Context: an optimization exercise on an open-source flow, tuned for small area, a short achievable clock period and few clock cycles per item. The choices shown serve that exercise and are no tape-out recipe.
Function was checked by simulation only, so behaviour that the tests miss may differ from the original.

Setup of run A:
// geo_corr
module geo_corr (
    input  wire         clk,
    input  wire         rst,
    input  wire [31:0]  a0, a1, a2,
    input  wire [31:0]  b0, b1, b2,
    input  wire [31:0]  zofs, zgain,
    input  wire [31:0]  fxmin, fymin, fxmax, fymax,
    input  wire         in_valid,
    output reg          in_ready,
    input  wire [31:0]  in_x, in_y, in_z,
    output reg          out_valid,
    output reg  [31:0]  out_x, out_y, out_z,
    output reg  [2:0]   out_sat,
    output wire         mem_req,
    output wire [12:0]  mem_addr,
    input  wire [95:0]  mem_rdata
);
Settings: LEC_CHECK=0, ABC_AREA=1, CAP_MARGIN=20, CORE_MARGIN=2, CORE_UTILIZATION=40, CTS_CLUSTER_DIAMETER=120, CTS_CLUSTER_SIZE=18, PLACE_DENSITY=0.6, SLEW_MARGIN=20; clock period 22.0 ns.
standard.sh (not shown) runs the stock make flow with config.mk's settings and CLKGATE_MAP_FILE= SYNTH_SCRIPT=/design/flow/synth_recipe.tcl, a recipe that flattens the netlist after the stock synthesis.
==> flow/flow/run.sh <==
#!/bin/bash
# Layout: the standard ORFS flow (standard.sh: unchanged synthesis and steps, the design's
# clock and constraints), with two optimisation settings passed to it:
#  - the buffers that buffer_ports puts on every input and output port are
#    sky130_fd_sc_hd__buf_2 instead of the flow's default (a 10 um2 delay buffer);
#  - repair_timing aims for 16 ns of setup slack, so that it shortens the critical paths
#    (the clock period stays the design's).
set -euo pipefail
export BUFFER_PORTS_ARGS="-buffer_cell sky130_fd_sc_hd__buf_2"
export SETUP_SLACK_MARGIN=16
bash standard.sh > standard.log 2>&1
Testbench counts of run A, summed over its fixed seeds: cycles 33,824, items 2,048.
For run B, these inputs were changed with respect to run A:
--- a/flow/design.v
+++ b/flow/design.v
@@ -7764,16 +7764,18 @@
         end else begin
             remx <= r2x; remy <= r2y;
         end
         if (h[2]) begin
             zx <= nx_neg | (wxr == 32'd0);
             zy <= ny_neg | (wyr == 32'd0);
         end
-        qx <= {qx[19:0], b1x, b2x};
-        qy <= {qy[19:0], b1y, b2y};
+        if (|h[12:2]) begin
+            qx <= {qx[19:0], b1x, b2x};
+            qy <= {qy[19:0], b1y, b2y};
+        end
     end
     wire [6:0]  ix = zx ? 7'd0 : fux ? 7'd64 : {1'b0, qx[21:16]};
     wire [6:0]  iy = zy ? 7'd0 : fuy ? 7'd64 : {1'b0, qy[21:16]};
     wire [15:0] fx = (zx | fux) ? 16'd0 : qx[15:0];
     wire [15:0] fy = (zy | fuy) ? 16'd0 : qy[15:0];
     reg  [6:0]  ixr, iyr;
     reg  [15:0] fxr, fyr;
@@ -7799,31 +7801,34 @@
             hox <= {hsx[33:0], lox[5:1]};
             hoy <= {hsy[33:0], loy[5:1]};
             hoz <= {hsz[33:0], loz[5:1]};
         end
     end
     reg [3:0] rc;
     reg signed [7:0] cx0, cx, cy;
+    reg rd_on;
     reg [12:0] ma;
     reg ma_ok;                           
     reg mrq;
     wire signed [7:0] cxn = h[23] ? $signed({1'b0, ixr}) - 8'sd1 :
                             (rc[1:0] == 2'd3) ? cx0 : cx + 8'sd1;
     wire signed [7:0] cyn = h[23] ? $signed({1'b0, iyr}) - 8'sd1 :
                             (rc[1:0] == 2'd3) ? cy + 8'sd1 : cy;
     wire [6:0] colc = cxn < 0 ? 7'd0 : cxn > 64 ? 7'd64 : cxn[6:0];
     wire [6:0] rowc = cyn < 0 ? 7'd0 : cyn > 64 ? 7'd64 : cyn[6:0];
     always @(posedge clk) begin
         if (rst) begin
             mrq <= 1'b0;
+            rd_on <= 1'b0;
         end else begin
-            if (h[23])
-                mrq <= 1'b1;
-            else if (mrq && rc == 4'd15)
-                mrq <= 1'b0;
+            if (h[23]) begin
+                rd_on <= 1'b1; mrq <= 1'b1;
+            end else if (rd_on && rc == 4'd15) begin
+                rd_on <= 1'b0; mrq <= 1'b0;
+            end
         end
         rc <= h[23] ? 4'd0 : rc + 4'd1;
         if (h[23]) cx0 <= cxn;
         cx <= cxn; cy <= cyn;
         ma <= man;
         ma_ok <= ~(man[12] & man[7]);
     end
@@ -7840,24 +7845,22 @@
     wire [15:0] pmdg = h[13] ? fx : (h[17] | h[25]) ? fyr : fxr;
     always @(posedge clk) begin
         rr0 <= pload ? {2'b00, pmop} : rdone ? rn0 : rr1;
         rr1 <= rdone ? rn1 : rr2;
         rr2 <= rn2;
     end
     reg [1:0] cs, cl;
-    wire [1:0] cs_n = h[30] ? 2'd0 : cs + 2'd1;
     wire [1:0] cl_n = h[30] ? 2'd0 : (cs == 2'd3) ? cl + 2'd1 : cl;
     reg [31:0] wy [0:3];
-    wire [1:0] wyi = cs_n - cl_n;
     wire [15:0] cone_n, ctwo_n, cneg_n;
-    geo_booth_enc u_ce (.w(pload ? {16'd0, pmdg} : wy[wyi]), .one(cone_n), .two(ctwo_n), .neg(cneg_n));
+    geo_booth_enc u_ce (.w(pload ? {16'd0, pmdg} : wy[cl_n]), .one(cone_n), .two(ctwo_n), .neg(cneg_n));
     reg [15:0] cone, ctwo, cneg;         
     reg cfirst, cpm;
     always @(posedge clk) begin
-        cs <= cs_n;
+        cs <= h[30] ? 2'd0 : cs + 2'd1;
         cl <= cl_n;
         cone <= cone_n; ctwo <= ctwo_n; cneg <= cneg_n;
         cfirst <= (cl_n == 2'd0) & ~pload;
         cpm <= pload;
     end
     wire [38:0] hoc = (cs == 2'd0) ? hox : (cs == 2'd1) ? hoy : hoz;
     wire [31:0] oc  = (cs == 2'd0) ? a0r : (cs == 2'd1) ? b0r : zofsr;
@@ -7888,16 +7891,18 @@
                ck_n == 2'd0 || ck_n == 2'd2, ck_n == 2'd3, ck_n == 2'd2, ck_n == 2'd1, ck_n == 2'd0};
     end
     wire [31:0] cwn;
     geo_combo u_cb (.kd(kd), .f3(pw_3), .f2(pw_2), .f(pw_f), .w(cwn));
     reg [31:0] cw;                       
     always @(posedge clk) cw <= cwn;
     always @(posedge clk) begin
-        wy[0] <= (h[29] | h[30] | h[31] | h[32]) ? cw : wy[3];
-        wy[1] <= wy[0]; wy[2] <= wy[1]; wy[3] <= wy[2];
+        if (h[29]) wy[0] <= cw;
+        if (h[30]) wy[1] <= cw;
+        if (h[31]) wy[2] <= cw;
+        if (h[32]) wy[3] <= cw;
     end
     reg [31:0] wring [0:3];
     reg [3:0] pc;
     wire [31:0] wuse = (pc < 4'd4) ? cw : wring[3];
     wire [15:0] lone_n, ltwo_n, lneg_n;
     geo_booth_enc u_le (.w(wuse), .one(lone_n), .two(ltwo_n), .neg(lneg_n));
     reg [15:0] lone0, ltwo0, lneg0, lone1, ltwo1, lneg1;
## What came out
A worst setup path endpoint of out_valid is what run A shows, while out_y[31] belongs to run B.
Status: final cycle utilization of the critical path parity (run A, run B)
As far as register clock-pin slew on the reported worst setup and hold paths is concerned, run B and run A perform about the same.
Per the comparison of run B with run A, final area +1200 µm²; sequential cell count barely changed.
Testbench counts of run B, summed over its fixed seeds: cycles 33,824, items 2,048.

## static timing again, ports no longer ideal
In the flow no input, the clock included, has a driving cell. The finished layouts below were timed again as built, in two steps. Step 1 sets driving cells, clkbuf_16 on the clock port and buf_2 on the other inputs (assumed; they add their load-dependent delay and slew). Step 2 times the ports against the registers' clock, not the clock port: input delays grow and output delays shrink by t, the midpoint of the rising clock arrivals with the driver on. a / b / c = ideal ports / drivers / drivers and shift; a / b = the first two.
run	t, ns	slack for setup (ns)	pins driven straight from the clock port
run A	1.087	16.081 / 15.963 / 15.370	1
run B	1.090	16.058 / 15.929 / 15.552	1
After both steps setup and hold are still met in every run listed. For run A, which loses most, drivers alone change the setup slack by -0.118 ns; drivers and shift together by -0.711 ns.
